What follows belongs to an exercise in optimizing a design on an open flow for small area; a production flow would make more cautious choices. Function was checked by simulation only, so behaviour that the tests miss may differ from the original.

## flow/constraint.sdc

```tcl
create_clock -name core_clock -period 15.0 [get_ports {clk}]
set_input_delay 3.0000 -clock core_clock [delete_from_list [all_inputs] [get_ports {clk}]]
set_output_delay 3.0000 -clock core_clock [all_outputs]
set_load 0.01 [all_outputs]
```

## flow/config.mk

```make
export PLATFORM = sky130hd
export DESIGN_NAME = sen_star
export DESIGN_NICKNAME = sen_star
export VERILOG_FILES = /design/flow/design.v
export SDC_FILE = /design/flow/constraint.sdc
export NUM_CORES = 4
export LEC_CHECK = 0
export CAP_MARGIN = 20
export CORE_MARGIN = 2
export CORE_UTILIZATION = 40
export SLEW_MARGIN = 20
```

## flow/run.sh

```bash
#!/bin/bash
# synth_recipe.tcl (not shown) runs the flow's synth.tcl, then flattens the netlist and writes it again
# the make line also repeats each setting of config.mk as NAME=value (left out here)
make -C /OpenROAD-flow-scripts/flow DESIGN_CONFIG=/design/flow/config.mk WORK_HOME=/design/flow/orfs CLKGATE_MAP_FILE= SYNTH_SCRIPT=/design/flow/synth_recipe.tcl finish
```

## flow/design.v

```verilog
module sen_scale (
    input  wire signed [17:0] x,
    input  wire        [15:0] g,
    output wire        [15:0] ival,
    output wire               ovf
);
    wire [19:0] gx = {3'b000, g, 1'b0};
    wire [18:0] x1 = {x[17], x};
    wire [18:0] x2 = {x, 1'b0};
    wire [2:0]  d0  = gx[2:0];
    wire        s1_0 = d0[0] ^ d0[1];
    wire        s2_0 = (d0 == 3'b011) | (d0 == 3'b100);
    wire        n0  = d0[2] & ~(d0[1] & d0[0]);
    wire [18:0] r0  = ((({19{s1_0}} & x1) | ({19{s2_0}} & x2)) ^ {19{n0}}) ^ 19'h40000;
    wire [2:0]  d1  = gx[4:2];
    wire        s1_1 = d1[0] ^ d1[1];
    wire        s2_1 = (d1 == 3'b011) | (d1 == 3'b100);
    wire        n1  = d1[2] & ~(d1[1] & d1[0]);
    wire [18:0] r1  = ((({19{s1_1}} & x1) | ({19{s2_1}} & x2)) ^ {19{n1}}) ^ 19'h40000;
    wire [2:0]  d2  = gx[6:4];
    wire        s1_2 = d2[0] ^ d2[1];
    wire        s2_2 = (d2 == 3'b011) | (d2 == 3'b100);
    wire        n2  = d2[2] & ~(d2[1] & d2[0]);
    wire [18:0] r2  = ((({19{s1_2}} & x1) | ({19{s2_2}} & x2)) ^ {19{n2}}) ^ 19'h40000;
    wire [2:0]  d3  = gx[8:6];
    wire        s1_3 = d3[0] ^ d3[1];
    wire        s2_3 = (d3 == 3'b011) | (d3 == 3'b100);
    wire        n3  = d3[2] & ~(d3[1] & d3[0]);
    wire [18:0] r3  = ((({19{s1_3}} & x1) | ({19{s2_3}} & x2)) ^ {19{n3}}) ^ 19'h40000;
    wire [2:0]  d4  = gx[10:8];
    wire        s1_4 = d4[0] ^ d4[1];
    wire        s2_4 = (d4 == 3'b011) | (d4 == 3'b100);
    wire        n4  = d4[2] & ~(d4[1] & d4[0]);
    wire [18:0] r4  = ((({19{s1_4}} & x1) | ({19{s2_4}} & x2)) ^ {19{n4}}) ^ 19'h40000;
    wire [2:0]  d5  = gx[12:10];
    wire        s1_5 = d5[0] ^ d5[1];
    wire        s2_5 = (d5 == 3'b011) | (d5 == 3'b100);
    wire        n5  = d5[2] & ~(d5[1] & d5[0]);
    wire [18:0] r5  = ((({19{s1_5}} & x1) | ({19{s2_5}} & x2)) ^ {19{n5}}) ^ 19'h40000;
    wire [2:0]  d6  = gx[14:12];
    wire        s1_6 = d6[0] ^ d6[1];
    wire        s2_6 = (d6 == 3'b011) | (d6 == 3'b100);
    wire        n6  = d6[2] & ~(d6[1] & d6[0]);
    wire [18:0] r6  = ((({19{s1_6}} & x1) | ({19{s2_6}} & x2)) ^ {19{n6}}) ^ 19'h40000;
    wire [2:0]  d7  = gx[16:14];
    wire        s1_7 = d7[0] ^ d7[1];
    wire        s2_7 = (d7 == 3'b011) | (d7 == 3'b100);
    wire        n7  = d7[2] & ~(d7[1] & d7[0]);
    wire [18:0] r7  = ((({19{s1_7}} & x1) | ({19{s2_7}} & x2)) ^ {19{n7}}) ^ 19'h40000;
    wire [2:0]  d8  = gx[18:16];
    wire        s1_8 = d8[0] ^ d8[1];
    wire        s2_8 = (d8 == 3'b011) | (d8 == 3'b100);
    wire        n8  = d8[2] & ~(d8[1] & d8[0]);
    wire [18:0] r8  = ((({19{s1_8}} & x1) | ({19{s2_8}} & x2)) ^ {19{n8}}) ^ 19'h40000;
    wire [33:0] p = 34'd11453333504
        + ({15'd0, r0} << 0)
        + ({15'd0, r1} << 2)
        + ({15'd0, r2} << 4)
        + ({15'd0, r3} << 6)
        + ({15'd0, r4} << 8)
        + ({15'd0, r5} << 10)
        + ({15'd0, r6} << 12)
        + ({15'd0, r7} << 14)
        + ({15'd0, r8} << 16)
        + ({33'd0, n0} << 0)
        + ({33'd0, n1} << 2)
        + ({33'd0, n2} << 4)
        + ({33'd0, n3} << 6)
        + ({33'd0, n4} << 8)
        + ({33'd0, n5} << 10)
        + ({33'd0, n6} << 12)
        + ({33'd0, n7} << 14)
        + ({33'd0, n8} << 16);
    assign ovf  = (p[33:28] != {6{p[28]}});
    assign ival = ovf ? (p[33] ? 16'h8000 : 16'h7FFF) : p[28:13];
endmodule
module sen_sums (
    input  wire [30:0] h,
    output wire [9:0]  r_fast,
    output wire [8:0]  r_cmp
);
    assign r_fast =
        ({9'd0, h[0]} << 0) + ({9'd0, h[1]} << 0) + ({9'd0, h[1]} << 1) + ({9'd0, h[2]} << 1) +
        ({9'd0, h[2]} << 2) + ({9'd0, h[3]} << 1) + ({9'd0, h[3]} << 3) + ({9'd0, h[4]} << 0) +
        ({9'd0, h[4]} << 1) + ({9'd0, h[4]} << 2) + ({9'd0, h[4]} << 3) + ({9'd0, h[5]} << 0) +
        ({9'd0, h[5]} << 2) + ({9'd0, h[5]} << 4) + ({9'd0, h[6]} << 2) + ({9'd0, h[6]} << 3) +
        ({9'd0, h[6]} << 4) + ({9'd0, h[7]} << 2) + ({9'd0, h[7]} << 5) + ({9'd0, h[8]} << 1) +
        ({9'd0, h[8]} << 3) + ({9'd0, h[8]} << 5) + ({9'd0, h[9]} << 1) + ({9'd0, h[9]} << 2) +
        ({9'd0, h[9]} << 3) + ({9'd0, h[9]} << 5) + ({9'd0, h[10]} << 4) + ({9'd0, h[10]} << 5) +
        ({9'd0, h[11]} << 4) + ({9'd0, h[11]} << 5) + ({9'd0, h[12]} << 1) + ({9'd0, h[12]} << 2) +
        ({9'd0, h[12]} << 3) + ({9'd0, h[12]} << 5) + ({9'd0, h[13]} << 1) + ({9'd0, h[13]} << 3) +
        ({9'd0, h[13]} << 5) + ({9'd0, h[14]} << 2) + ({9'd0, h[14]} << 5) + ({9'd0, h[15]} << 2) +
        ({9'd0, h[15]} << 3) + ({9'd0, h[15]} << 4) + ({9'd0, h[16]} << 0) + ({9'd0, h[16]} << 2) +
        ({9'd0, h[16]} << 4) + ({9'd0, h[17]} << 0) + ({9'd0, h[17]} << 1) + ({9'd0, h[17]} << 2) +
        ({9'd0, h[17]} << 3) + ({9'd0, h[18]} << 1) + ({9'd0, h[18]} << 3) + ({9'd0, h[19]} << 1) +
        ({9'd0, h[19]} << 2) + ({9'd0, h[20]} << 0) + ({9'd0, h[20]} << 1) + ({9'd0, h[21]} << 0);
    assign r_cmp =
        ({8'd0, h[0]} << 0) + ({8'd0, h[1]} << 1) + ({8'd0, h[2]} << 0) + ({8'd0, h[2]} << 1) +
        ({8'd0, h[3]} << 2) + ({8'd0, h[4]} << 0) + ({8'd0, h[4]} << 2) + ({8'd0, h[5]} << 1) +
        ({8'd0, h[5]} << 2) + ({8'd0, h[6]} << 0) + ({8'd0, h[6]} << 1) + ({8'd0, h[6]} << 2) +
        ({8'd0, h[7]} << 3) + ({8'd0, h[8]} << 0) + ({8'd0, h[8]} << 3) + ({8'd0, h[9]} << 1) +
        ({8'd0, h[9]} << 3) + ({8'd0, h[10]} << 0) + ({8'd0, h[10]} << 1) + ({8'd0, h[10]} << 3) +
        ({8'd0, h[11]} << 2) + ({8'd0, h[11]} << 3) + ({8'd0, h[12]} << 0) + ({8'd0, h[12]} << 2) +
        ({8'd0, h[12]} << 3) + ({8'd0, h[13]} << 1) + ({8'd0, h[13]} << 2) + ({8'd0, h[13]} << 3) +
        ({8'd0, h[14]} << 0) + ({8'd0, h[14]} << 1) + ({8'd0, h[14]} << 2) + ({8'd0, h[14]} << 3) +
        ({8'd0, h[15]} << 4) + ({8'd0, h[16]} << 0) + ({8'd0, h[16]} << 1) + ({8'd0, h[16]} << 2) +
        ({8'd0, h[16]} << 3) + ({8'd0, h[17]} << 1) + ({8'd0, h[17]} << 2) + ({8'd0, h[17]} << 3) +
        ({8'd0, h[18]} << 0) + ({8'd0, h[18]} << 2) + ({8'd0, h[18]} << 3) + ({8'd0, h[19]} << 2) +
        ({8'd0, h[19]} << 3) + ({8'd0, h[20]} << 0) + ({8'd0, h[20]} << 1) + ({8'd0, h[20]} << 3) +
        ({8'd0, h[21]} << 1) + ({8'd0, h[21]} << 3) + ({8'd0, h[22]} << 0) + ({8'd0, h[22]} << 3) +
        ({8'd0, h[23]} << 3) + ({8'd0, h[24]} << 0) + ({8'd0, h[24]} << 1) + ({8'd0, h[24]} << 2) +
        ({8'd0, h[25]} << 1) + ({8'd0, h[25]} << 2) + ({8'd0, h[26]} << 0) + ({8'd0, h[26]} << 2) +
        ({8'd0, h[27]} << 2) + ({8'd0, h[28]} << 0) + ({8'd0, h[28]} << 1) + ({8'd0, h[29]} << 1) +
        ({8'd0, h[30]} << 0);
endmodule
module sen_coef (
    input  wire [5:0]  p,
    output reg  [11:0] c_hd,
    output reg  [11:0] c_md,
    output reg  [11:0] c_tl
);
    always @* begin
        case (p)
            6'd0: begin c_hd = 12'd2080; c_md = 12'd2016; c_tl = 12'd0; end
            6'd1: begin c_hd = 12'd2016; c_md = 12'd2080; c_tl = 12'd0; end
            6'd2: begin c_hd = 12'd1953; c_md = 12'd2142; c_tl = 12'd1; end
            6'd3: begin c_hd = 12'd1891; c_md = 12'd2202; c_tl = 12'd3; end
            6'd4: begin c_hd = 12'd1830; c_md = 12'd2260; c_tl = 12'd6; end
            6'd5: begin c_hd = 12'd1770; c_md = 12'd2316; c_tl = 12'd10; end
            6'd6: begin c_hd = 12'd1711; c_md = 12'd2370; c_tl = 12'd15; end
            6'd7: begin c_hd = 12'd1653; c_md = 12'd2422; c_tl = 12'd21; end
            6'd8: begin c_hd = 12'd1596; c_md = 12'd2472; c_tl = 12'd28; end
            6'd9: begin c_hd = 12'd1540; c_md = 12'd2520; c_tl = 12'd36; end
            6'd10: begin c_hd = 12'd1485; c_md = 12'd2566; c_tl = 12'd45; end
            6'd11: begin c_hd = 12'd1431; c_md = 12'd2610; c_tl = 12'd55; end
            6'd12: begin c_hd = 12'd1378; c_md = 12'd2652; c_tl = 12'd66; end
            6'd13: begin c_hd = 12'd1326; c_md = 12'd2692; c_tl = 12'd78; end
            6'd14: begin c_hd = 12'd1275; c_md = 12'd2730; c_tl = 12'd91; end
            6'd15: begin c_hd = 12'd1225; c_md = 12'd2766; c_tl = 12'd105; end
            6'd16: begin c_hd = 12'd1176; c_md = 12'd2800; c_tl = 12'd120; end
            6'd17: begin c_hd = 12'd1128; c_md = 12'd2832; c_tl = 12'd136; end
            6'd18: begin c_hd = 12'd1081; c_md = 12'd2862; c_tl = 12'd153; end
            6'd19: begin c_hd = 12'd1035; c_md = 12'd2890; c_tl = 12'd171; end
            6'd20: begin c_hd = 12'd990; c_md = 12'd2916; c_tl = 12'd190; end
            6'd21: begin c_hd = 12'd946; c_md = 12'd2940; c_tl = 12'd210; end
            6'd22: begin c_hd = 12'd903; c_md = 12'd2962; c_tl = 12'd231; end
            6'd23: begin c_hd = 12'd861; c_md = 12'd2982; c_tl = 12'd253; end
            6'd24: begin c_hd = 12'd820; c_md = 12'd3000; c_tl = 12'd276; end
            6'd25: begin c_hd = 12'd780; c_md = 12'd3016; c_tl = 12'd300; end
            6'd26: begin c_hd = 12'd741; c_md = 12'd3030; c_tl = 12'd325; end
            6'd27: begin c_hd = 12'd703; c_md = 12'd3042; c_tl = 12'd351; end
            6'd28: begin c_hd = 12'd666; c_md = 12'd3052; c_tl = 12'd378; end
            6'd29: begin c_hd = 12'd630; c_md = 12'd3060; c_tl = 12'd406; end
            6'd30: begin c_hd = 12'd595; c_md = 12'd3066; c_tl = 12'd435; end
            6'd31: begin c_hd = 12'd561; c_md = 12'd3070; c_tl = 12'd465; end
            6'd32: begin c_hd = 12'd528; c_md = 12'd3072; c_tl = 12'd496; end
            6'd33: begin c_hd = 12'd496; c_md = 12'd3072; c_tl = 12'd528; end
            6'd34: begin c_hd = 12'd465; c_md = 12'd3070; c_tl = 12'd561; end
            6'd35: begin c_hd = 12'd435; c_md = 12'd3066; c_tl = 12'd595; end
            6'd36: begin c_hd = 12'd406; c_md = 12'd3060; c_tl = 12'd630; end
            6'd37: begin c_hd = 12'd378; c_md = 12'd3052; c_tl = 12'd666; end
            6'd38: begin c_hd = 12'd351; c_md = 12'd3042; c_tl = 12'd703; end
            6'd39: begin c_hd = 12'd325; c_md = 12'd3030; c_tl = 12'd741; end
            6'd40: begin c_hd = 12'd300; c_md = 12'd3016; c_tl = 12'd780; end
            6'd41: begin c_hd = 12'd276; c_md = 12'd3000; c_tl = 12'd820; end
            6'd42: begin c_hd = 12'd253; c_md = 12'd2982; c_tl = 12'd861; end
            6'd43: begin c_hd = 12'd231; c_md = 12'd2962; c_tl = 12'd903; end
            6'd44: begin c_hd = 12'd210; c_md = 12'd2940; c_tl = 12'd946; end
            6'd45: begin c_hd = 12'd190; c_md = 12'd2916; c_tl = 12'd990; end
            6'd46: begin c_hd = 12'd171; c_md = 12'd2890; c_tl = 12'd1035; end
            6'd47: begin c_hd = 12'd153; c_md = 12'd2862; c_tl = 12'd1081; end
            6'd48: begin c_hd = 12'd136; c_md = 12'd2832; c_tl = 12'd1128; end
            6'd49: begin c_hd = 12'd120; c_md = 12'd2800; c_tl = 12'd1176; end
            6'd50: begin c_hd = 12'd105; c_md = 12'd2766; c_tl = 12'd1225; end
            6'd51: begin c_hd = 12'd91; c_md = 12'd2730; c_tl = 12'd1275; end
            6'd52: begin c_hd = 12'd78; c_md = 12'd2692; c_tl = 12'd1326; end
            6'd53: begin c_hd = 12'd66; c_md = 12'd2652; c_tl = 12'd1378; end
            6'd54: begin c_hd = 12'd55; c_md = 12'd2610; c_tl = 12'd1431; end
            6'd55: begin c_hd = 12'd45; c_md = 12'd2566; c_tl = 12'd1485; end
            6'd56: begin c_hd = 12'd36; c_md = 12'd2520; c_tl = 12'd1540; end
            6'd57: begin c_hd = 12'd28; c_md = 12'd2472; c_tl = 12'd1596; end
            6'd58: begin c_hd = 12'd21; c_md = 12'd2422; c_tl = 12'd1653; end
            6'd59: begin c_hd = 12'd15; c_md = 12'd2370; c_tl = 12'd1711; end
            6'd60: begin c_hd = 12'd10; c_md = 12'd2316; c_tl = 12'd1770; end
            6'd61: begin c_hd = 12'd6; c_md = 12'd2260; c_tl = 12'd1830; end
            6'd62: begin c_hd = 12'd3; c_md = 12'd2202; c_tl = 12'd1891; end
            6'd63: begin c_hd = 12'd1; c_md = 12'd2142; c_tl = 12'd1953; end
            default: begin c_hd = 12'd0; c_md = 12'd0; c_tl = 12'd0; end
        endcase
    end
endmodule
module sen_chan (
    input  wire        clk,
    input  wire        clr,               
    input  wire        tick,              
    input  wire        bit_in,
    input  wire        first,             
    input  wire [11:0] c_hd,
    input  wire [11:0] c_md,
    input  wire [11:0] c_tl,
    output reg  [30:0] hist,              
    output reg  [7:0]  nbits,             
    output reg  [7:0]  run,               
    output reg  [18:0] a0
);
    reg [17:0] a1;
    reg [15:0] a2;
    wire        tb    = tick & bit_in;
    wire        sh    = tick & first;
    wire        rst1  = tick & (run == 8'd0 || bit_in != hist[0]);
    wire        r_inc = tick & (run != 8'd255);
    wire [7:0]  run_i = run + {7'd0, r_inc};
    always @(posedge clk) begin
        if (clr) begin
            hist  <= 31'd0;
            nbits <= 8'd0;
            run   <= 8'd0;
            a0    <= 19'd0;
            a1    <= 18'd0;
            a2    <= 16'd0;
        end else begin
            if (tick)
                hist <= {hist[29:0], bit_in};
            nbits <= nbits + {7'd0, tick & (nbits != 8'd192)};
            run   <= rst1 ? 8'd1 : run_i;
            a0    <= (sh ? {1'b0, a1} : a0) + (tb ? {7'd0, c_hd} : 19'd0);
            a1    <= (sh ? {2'b0, a2} : a1) + (tb ? {6'd0, c_md} : 18'd0);
            a2    <= (sh ? 16'd0 : a2) + (tb ? {4'd0, c_tl} : 16'd0);
        end
    end
endmodule
module sen_star (
    input  wire        clk,
    input  wire        rst_n,             
    input  wire        mod_tick,          
    input  wire [2:0]  isd_dat,           
    input  wire [2:0]  ch_en,
    input  wire [2:0]  inv,
    input  wire        recon_en,
    input  wire [5:0]  ctrl_phase,
    input  wire [15:0] sum_lim,
    input  wire [7:0]  sum_n,
    input  wire [47:0] ofs,               
    input  wire [47:0] gain,              
    input  wire [47:0] oc_hi_lim,         
    input  wire [47:0] oc_lo_lim,         
    input  wire [47:0] range_lim,         
    input  wire [8:0]  range_n,           
    input  wire [23:0] loss_win,          
    output reg  [2:0]  fast_vld,
    output wire [47:0] fast_i,
    output wire [2:0]  fast_sat,
    output wire [2:0]  fast_ovr,
    output reg  [2:0]  ctrl_vld,
    output wire [47:0] ctrl_i,
    output wire [2:0]  ctrl_sat,
    output wire [2:0]  ctrl_ovr,
    output reg  [2:0]  oc_hi,
    output reg  [2:0]  oc_lo,
    output reg  [2:0]  clip,
    output reg  [2:0]  bsl,
    output reg  [2:0]  ch_valid,
    output reg  [2:0]  subst,
    output reg         sum_alarm
);
    integer c;
    reg  [5:0] tcnt;                      
    wire [5:0] cph = tcnt - ctrl_phase;   
    always @(posedge clk) begin
        if (!rst_n)
            tcnt <= 6'd0;
        else if (mod_tick)
            tcnt <= tcnt + 6'd1;
    end
    wire [11:0] c_hd, c_md, c_tl;
    sen_coef u_coef (.p(cph), .c_hd(c_hd), .c_md(c_md), .c_tl(c_tl));
    wire [2:0]  bitv = isd_dat ^ inv;
    wire [30:0] hist [0:2];
    wire [7:0]  nbits [0:2];
    wire [7:0]  run [0:2];
    wire [18:0] a0 [0:2];
    reg  [2:0]  fovr [0:2];
    reg  [2:0]  covr [0:2];
    genvar g;
    generate
        for (g = 0; g < 3; g = g + 1) begin : g_ch
            sen_chan u_chan (
                .clk   (clk),
                .clr   (!rst_n || !ch_en[g]),
                .tick  (mod_tick),
                .bit_in(bitv[g]),
                .first (cph == 6'd0),
                .c_hd  (c_hd),
                .c_md  (c_md),
                .c_tl  (c_tl),
                .hist  (hist[g]),
                .nbits (nbits[g]),
                .run   (run[g]),
                .a0    (a0[g])
            );
        end
    endgenerate
    reg [3:0] st;
    reg       fdec, cdec;                 
    always @(posedge clk) begin
        if (!rst_n) begin
            st   <= 4'd0;
            fdec <= 1'b0;
            cdec <= 1'b0;
        end else if (mod_tick) begin
            st   <= 4'd1;
            fdec <= (tcnt[2:0] == 3'd7);
            cdec <= (cph == 6'd63);
        end else if (st != 4'd0) begin
            st <= (st == 4'd12) ? 4'd0 : st + 4'd1;
        end
    end
    reg       i_sub;                      
    reg [1:0] i_kind;                     
    reg [1:0] i_ch;
    always @* begin
        i_sub = 1'b0; i_kind = 2'd0; i_ch = 2'd0;
        case (st)
            4'd1:  begin i_kind = 2'd0; i_ch = 2'd0; end
            4'd2:  begin i_kind = 2'd0; i_ch = 2'd1; end
            4'd3:  begin i_kind = 2'd0; i_ch = 2'd2; end
            4'd4:  begin i_kind = 2'd2; i_ch = 2'd0; end
            4'd5:  begin i_kind = 2'd0; i_sub = 1'b1; end
            4'd6:  begin i_kind = 2'd1; i_ch = 2'd0; end
            4'd7:  begin i_kind = 2'd1; i_ch = 2'd1; end
            4'd8:  begin i_kind = 2'd1; i_ch = 2'd2; end
            4'd9:  begin i_kind = 2'd2; i_ch = 2'd1; end
            4'd10: begin i_kind = 2'd1; i_sub = 1'b1; end
            4'd11: begin i_kind = 2'd2; i_ch = 2'd2; end
            default: ;
        endcase
    end
    reg       e_on, e_sub, e_first;
    reg [1:0] e_kind, e_ch;
    always @* begin
        e_on = 1'b1; e_sub = 1'b0; e_kind = 2'd0; e_ch = 2'd0; e_first = 1'b0;
        case (st)
            4'd2:  begin e_kind = 2'd0; e_ch = 2'd0; e_first = 1'b1; end
            4'd3:  begin e_kind = 2'd0; e_ch = 2'd1; end
            4'd4:  begin e_kind = 2'd0; e_ch = 2'd2; end
            4'd5:  begin e_kind = 2'd2; e_ch = 2'd0; end
            4'd6:  begin e_kind = 2'd0; e_sub = 1'b1; end
            4'd7:  begin e_kind = 2'd1; e_ch = 2'd0; e_first = 1'b1; end
            4'd8:  begin e_kind = 2'd1; e_ch = 2'd1; end
            4'd9:  begin e_kind = 2'd1; e_ch = 2'd2; end
            4'd10: begin e_kind = 2'd2; e_ch = 2'd1; end
            4'd11: begin e_kind = 2'd1; e_sub = 1'b1; end
            4'd12: begin e_kind = 2'd2; e_ch = 2'd2; end
            default: e_on = 1'b0;
        endcase
    end
    reg [30:0] hsel;
    reg [18:0] asel;
    reg [15:0] osel;
    always @* begin
        case (i_ch)
            2'd1:    begin hsel = hist[1]; asel = a0[1]; osel = ofs[31:16]; end
            2'd2:    begin hsel = hist[2]; asel = a0[2]; osel = ofs[47:32]; end
            default: begin hsel = hist[0]; asel = a0[0]; osel = ofs[15:0];  end
        endcase
    end
    wire [9:0] r_fast;
    wire [8:0] r_cmp;
    sen_sums u_sums (.h(hsel), .r_fast(r_fast), .r_cmp(r_cmp));
    reg  signed [17:0] psum;              
    reg  signed [17:0] op_a, op_b;
    always @* begin
        if (i_sub) begin
            op_a = 18'sd0;
            op_b = psum;
        end else begin
            case (i_kind)
                2'd0:    op_a = $signed({1'b0, r_fast, 7'd0}) - 18'sd32768;
                2'd1:    op_a = $signed({1'b0, asel[18:2]}) - 18'sd32768;
                default: op_a = $signed({1'b0, r_cmp, 8'd0}) - 18'sd32768;
            endcase
            op_b = {{2{osel[15]}}, osel};
        end
    end
    reg signed [17:0] xq;
    always @(posedge clk) xq <= op_a - op_b;
    reg [15:0] gsel;
    always @* begin
        if (e_sub) gsel = 16'h2000;
        else case (e_ch)
            2'd1:    gsel = gain[31:16];
            2'd2:    gsel = gain[47:32];
            default: gsel = gain[15:0];
        endcase
    end
    wire [15:0] ival;
    wire        ovf;
    sen_scale u_scale (.x(xq), .g(gsel), .ival(ival), .ovf(ovf));
    wire [2:0] run_bsl;
    wire [2:0] run_clip;
    generate
        for (g = 0; g < 3; g = g + 1) begin : g_st
            assign run_bsl[g]  = (run[g] != 8'd0) && (run[g] >= loss_win[8*g +: 8]);
            assign run_clip[g] = (run[g] >= 8'd24);
        end
    endgenerate
    wire       one_bsl   = (run_bsl == 3'b001) || (run_bsl == 3'b010) || (run_bsl == 3'b100);
    wire [1:0] sch = subst[1] ? 2'd1 : subst[2] ? 2'd2 : 2'd0;
    wire [1:0] dch = e_sub ? sch : e_ch;
    reg  [7:0]  e_nb;
    reg  [15:0] e_rlim, e_hlim, e_llim;
    reg  [2:0]  e_rn, e_cnt;
    always @* begin
        case (dch)
            2'd1:    begin e_nb = nbits[1]; e_rlim = range_lim[31:16]; e_hlim = oc_hi_lim[31:16];
                           e_llim = oc_lo_lim[31:16]; e_rn = range_n[5:3]; end
            2'd2:    begin e_nb = nbits[2]; e_rlim = range_lim[47:32]; e_hlim = oc_hi_lim[47:32];
                           e_llim = oc_lo_lim[47:32]; e_rn = range_n[8:6]; end
            default: begin e_nb = nbits[0]; e_rlim = range_lim[15:0];  e_hlim = oc_hi_lim[15:0];
                           e_llim = oc_lo_lim[15:0];  e_rn = range_n[2:0]; end
        endcase
        e_cnt = (e_kind == 2'd0) ? fovr[dch] : covr[dch];
    end
    reg        satacc, allv;
    wire       e_dec   = (e_kind == 2'd0) ? fdec : cdec;
    wire       own_vld = e_dec && ch_en[dch] && ((e_kind == 2'd0) ? (e_nb >= 8'd24) : (e_nb >= 8'd192));
    wire       incl    = own_vld && !subst[dch];
    wire       deliver = e_sub ? (e_dec && subst != 3'b000 && ch_en[dch] && allv) : incl;
    wire       isat    = ovf | (e_sub & satacc);
    wire [16:0] imag   = ival[15] ? (17'd0 - {1'b1, ival}) : {1'b0, ival};
    wire        rge    = (imag >= {1'b0, e_rlim});
    wire [2:0]  cnt_n  = rge ? ((e_cnt == 3'd7) ? 3'd7 : e_cnt + 3'd1) : 3'd0;
    reg [7:0]  sum_cnt;
    wire [17:0] psum_mag = psum[17] ? (18'd0 - psum) : psum;
    wire       sum_bad  = (subst == 3'b000) && allv && (psum_mag > {2'b00, sum_lim});
    wire [7:0] sum_cnt_n = !fdec ? sum_cnt : !sum_bad ? 8'd0 :
                           (sum_cnt == 8'd255) ? 8'd255 : sum_cnt + 8'd1;
    reg [15:0] o_val;
    reg        o_sat, o_ovr;
    assign fast_i   = {3{o_val}};
    assign ctrl_i   = {3{o_val}};
    assign fast_sat = {3{o_sat}};
    assign ctrl_sat = {3{o_sat}};
    assign fast_ovr = {3{o_ovr}};
    assign ctrl_ovr = {3{o_ovr}};
    wire e_samp = e_on && (e_kind != 2'd2);
    wire e_own = e_samp && !e_sub;
    always @(posedge clk) begin
        psum   <= (e_first ? 18'sd0 : psum) + ((e_own && incl) ? {{2{ival[15]}}, ival} : 18'sd0);
        satacc <= (e_first ? 1'b0 : satacc) | (e_own & incl & ovf);
        allv   <= (e_first ? 1'b1 : allv) & (!e_own | own_vld | subst[dch]);
        o_val  <= ival;
        o_sat  <= isat;
        o_ovr  <= (cnt_n >= e_rn);
    end
    always @(posedge clk) begin
        if (!rst_n) begin
            fast_vld  <= 3'b000;
            ctrl_vld  <= 3'b000;
            oc_hi     <= 3'b000;
            oc_lo     <= 3'b000;
            clip      <= 3'b000;
            bsl       <= 3'b000;
            ch_valid  <= 3'b000;
            subst     <= 3'b000;
            sum_alarm <= 1'b0;
            sum_cnt   <= 8'd0;
            for (c = 0; c < 3; c = c + 1) begin
                fovr[c] <= 3'd0;
                covr[c] <= 3'd0;
            end
        end else begin
            fast_vld <= 3'b000;
            ctrl_vld <= 3'b000;
            if (e_samp && deliver) begin
                if (e_kind == 2'd0) begin
                    fast_vld[dch] <= 1'b1;
                    fovr[dch]     <= cnt_n;
                end else begin
                    ctrl_vld[dch] <= 1'b1;
                    covr[dch]     <= cnt_n;
                end
            end
            if (st == 4'd1) begin
                clip     <= run_clip;
                bsl      <= run_bsl;
                for (c = 0; c < 3; c = c + 1)
                    ch_valid[c] <= (nbits[c] >= 8'd192);
                if (recon_en && subst == 3'b000 && one_bsl)
                    subst <= run_bsl;
            end
            if (st == 4'd5) begin
                sum_cnt   <= sum_cnt_n;
                sum_alarm <= (sum_cnt_n >= sum_n) && (sum_cnt_n != 8'd0);
            end
            if (e_on && e_kind == 2'd2) begin
                oc_hi[e_ch] <= (e_nb >= 8'd32) && ($signed(ival) > $signed(e_hlim));
                oc_lo[e_ch] <= (e_nb >= 8'd32) && ($signed(ival) < $signed(e_llim));
            end
            for (c = 0; c < 3; c = c + 1)
                if (!ch_en[c]) begin
                    fovr[c] <= 3'd0;
                    covr[c] <= 3'd0;
                end
        end
    end
endmodule
```

==> summary.txt <==
state kept, by name, summed over array words and instances (netlist names), 12 cells and up:
register and cells:
g_ch.u_chan.a0 57, g_ch.u_chan.hist 93, g_ch.u_chan.a2 48, covr 12, g_ch.u_chan.a1 54, o_val 16
xq 18, fovr 12, g_ch.u_chan.run 24, psum 18, g_ch.u_chan.nbits 24
stage by stage:
stage	util [%]	cell area (sq um)	cells
final	47.3	49100	6956
after global routing	47.3	49100	6955
after CTS	47.3	49100	6955
after detailed placement	45.5	47200	6858
after global placement	45.5	47200	6857
after floorplan	-	42000	5321
worst max-delay path: cells and delay by family:
family / cells / cell delay (ns)
buffers and inverters: 7 / 1.21
AOI/OAI and AO/OA: 22 / 5.08
adders and majority gates: 10 / 4.32
xor gates and xnor gates: 2 / 0.40
and+or+nand+nor: 3 / 0.79
cells in the mapped netlist (143+ instances only):
library cell | number | area (sq um)
fa_1 | 205 | 4100
a21oi_1 | 359 | 1800
nor2_1 | 662 | 2480
ha_1 | 439 | 5490
o21ai_0 | 247 | 1240
inv_1 | 366 | 1370
mux2i_1 | 143 | 1430
xnor2_1 | 219 | 1920
clkbuf_1 | 243 | 912
a22oi_1 | 217 | 1630
nand2_1 | 567 | 2130
dfxtp_1 | 401 | 8030
logic make-up after synthesis:
kind of cell	count (synthesis)	share of synthesized area (%)
XOR/XNOR	357	7.47
AND/OR/NAND/NOR	1740	18.3
flip-flops	425	20.8
adder cells (fa/ha/maj)	644	22.9
AO/OA/AOI/OAI	1244	19.0
buffers and inverters	758	7.64
multiplexers	153	3.87
final timing paths:
kind	from	endpoint	slack, ns	cells past startpoint
setup / recovery	gain[33]	o_ovr	0.71	44
setup reg to reg	st[0]	o_ovr	0.99	53
hold reg to reg	oc_lo[2]	oc_lo[2]	0.46	2
hold / removal	oc_lo[2]	oc_lo[2]	0.46	2
per-layer routing:
layer | vias to the layer above | track usage [%] | part of all wire [%]
li1 | 18600 | - | -
met1 | 18100 | 33.8 | 46
met2 | 1133 | 38.5 | 45
met3 | 192 | 2.98 | 5.7
met4 | 0 | 8.07 | 3.4
met5 | - | 0 | 0
cell type report:
class / count / area [sq um]
Fill cell: 10300 / 54700
Tap cell: 1380 / 1730
Clock buffer: 74 / 1570
Antenna cell: 1 / 2.50
Clock inverter: 23 / 280
Sequential cell: 425 / 8750
Multi-Input combinational cell: 4138 / 30200
Inverter: 372 / 1400
Timing Repair Buffer: 543 / 5200
==> summary.txt <==
remaining global-route overflow=0; clock slew at reported path FFs=0.07 ns; DRC viols=0; num ports=449; initial antenna violation count=3; Net Count, Synth=6281; commonest non-fill, non-tap cell in the layout=nor2_1; TNS Setup=0 ns; clock sink total=425; Final setup violation count=0; Syn Inst Count=about 5300; Final Slew Violations=0; #FFs+latches synth=425; Longest Clk Path Bufs=3; HP Class=flop to flop; Crit-path slowest cell=ha_1; RSZ-0062 raised after global routing=no; CTS tree=done; Worst-Margin Slew=1.06 ns; die width=328 um; vias in the first global route=approximately 37000; headroom to the max-slew limit=~30%; Syn. warnings=3; routability cong.=0.941; Area growth, synth to finish=16.9%; Post-synth top flop=dfxtp_1; register area share after synthesis=20.8%; syn_area_per_cell=7.89 sq um; Max Clock Freq=0.0700 GHz; largest net degree at the start of global routing=just over 90; Starting Density=between 40% and 50%; gr usage total=24.2%; CP Launch Type=input pin; Crit path top cell by count=a21o_1; crit path time final=14.29 ns; Final WS setup=about 0.71 ns; 1st-iter DRT viols=between 3000 and 4000; Rows=118; post_cts resized=0; worst hold margin=between 0.4 and 0.5 ns; Worst path max stage delay=0.73 ns; Port Buffers=448; Setup crit end kind=flop; Post-CTS Setup Inserts=0; crit-path max FO=19; Worst EP required=about 16 ns; max_cap viols=0; H-tree depth=2; final net count=6493; vias per inst=5.47; Synth async-reset ratio=0%; first-pass GRT wire length=207000 um; status=finished clean; Fin. Hold Viols=0; post-synthesis cell type count=87; CTS Hold Buffers Added=0; Post-synth EDFFs=24; DR pass1 iterations=5; mapped cell area=0.0420 sq mm; DR WL/cell=approximately 19 um; Clock Skews=0.0165 ns; most frequent cells in the layout=nor2_1, nand2_1, clkdlybuf4s50_1, ha_1, dfxtp_1; Core ar.=0.104 sq mm; dpl ws=0.223 ns; Detailed Place HPWL=102000 um; Root Driver=clkbuf_16; critical path arrival=14.83 ns; die footprint=roughly 0.11 sq mm; DR vias=38000; DIE HEIGHT=328 um; CTS Buf Count=53; ANT nets after route=0; fraction of layout cells with a size suffix above 1=~4.6%; period utilization=between 90% and 100%; critical path class=input pin to flop; Clock Latency Late Sink=between 0.6 and 0.7 ns; routed wire length=132000 um

## separate check: timing with driven ports
How much do the figures lean on ideal ports? The routed layout below was timed once more, with nothing changed but the port constraints. Step 1 sets driving cells, clkbuf_16 on the clock port and buf_2 on the other inputs (assumed; they add their load-dependent delay and slew). Step 2 also shifts input and output timing later by t, the mid clock arrival at the registers, as if the neighbouring blocks saw the same clock. Three values: ideal ports, drivers, drivers and shift; two values: the first two.
shift t [ns]: 0.706
setup slack, ns: 0.708 / 0.753 / 0.048
cell pins on the clock port's net: 1
After both steps this run still meets setup and hold. The setup slack of this run moves by +0.045 ns with the drivers and by -0.660 ns with both steps.
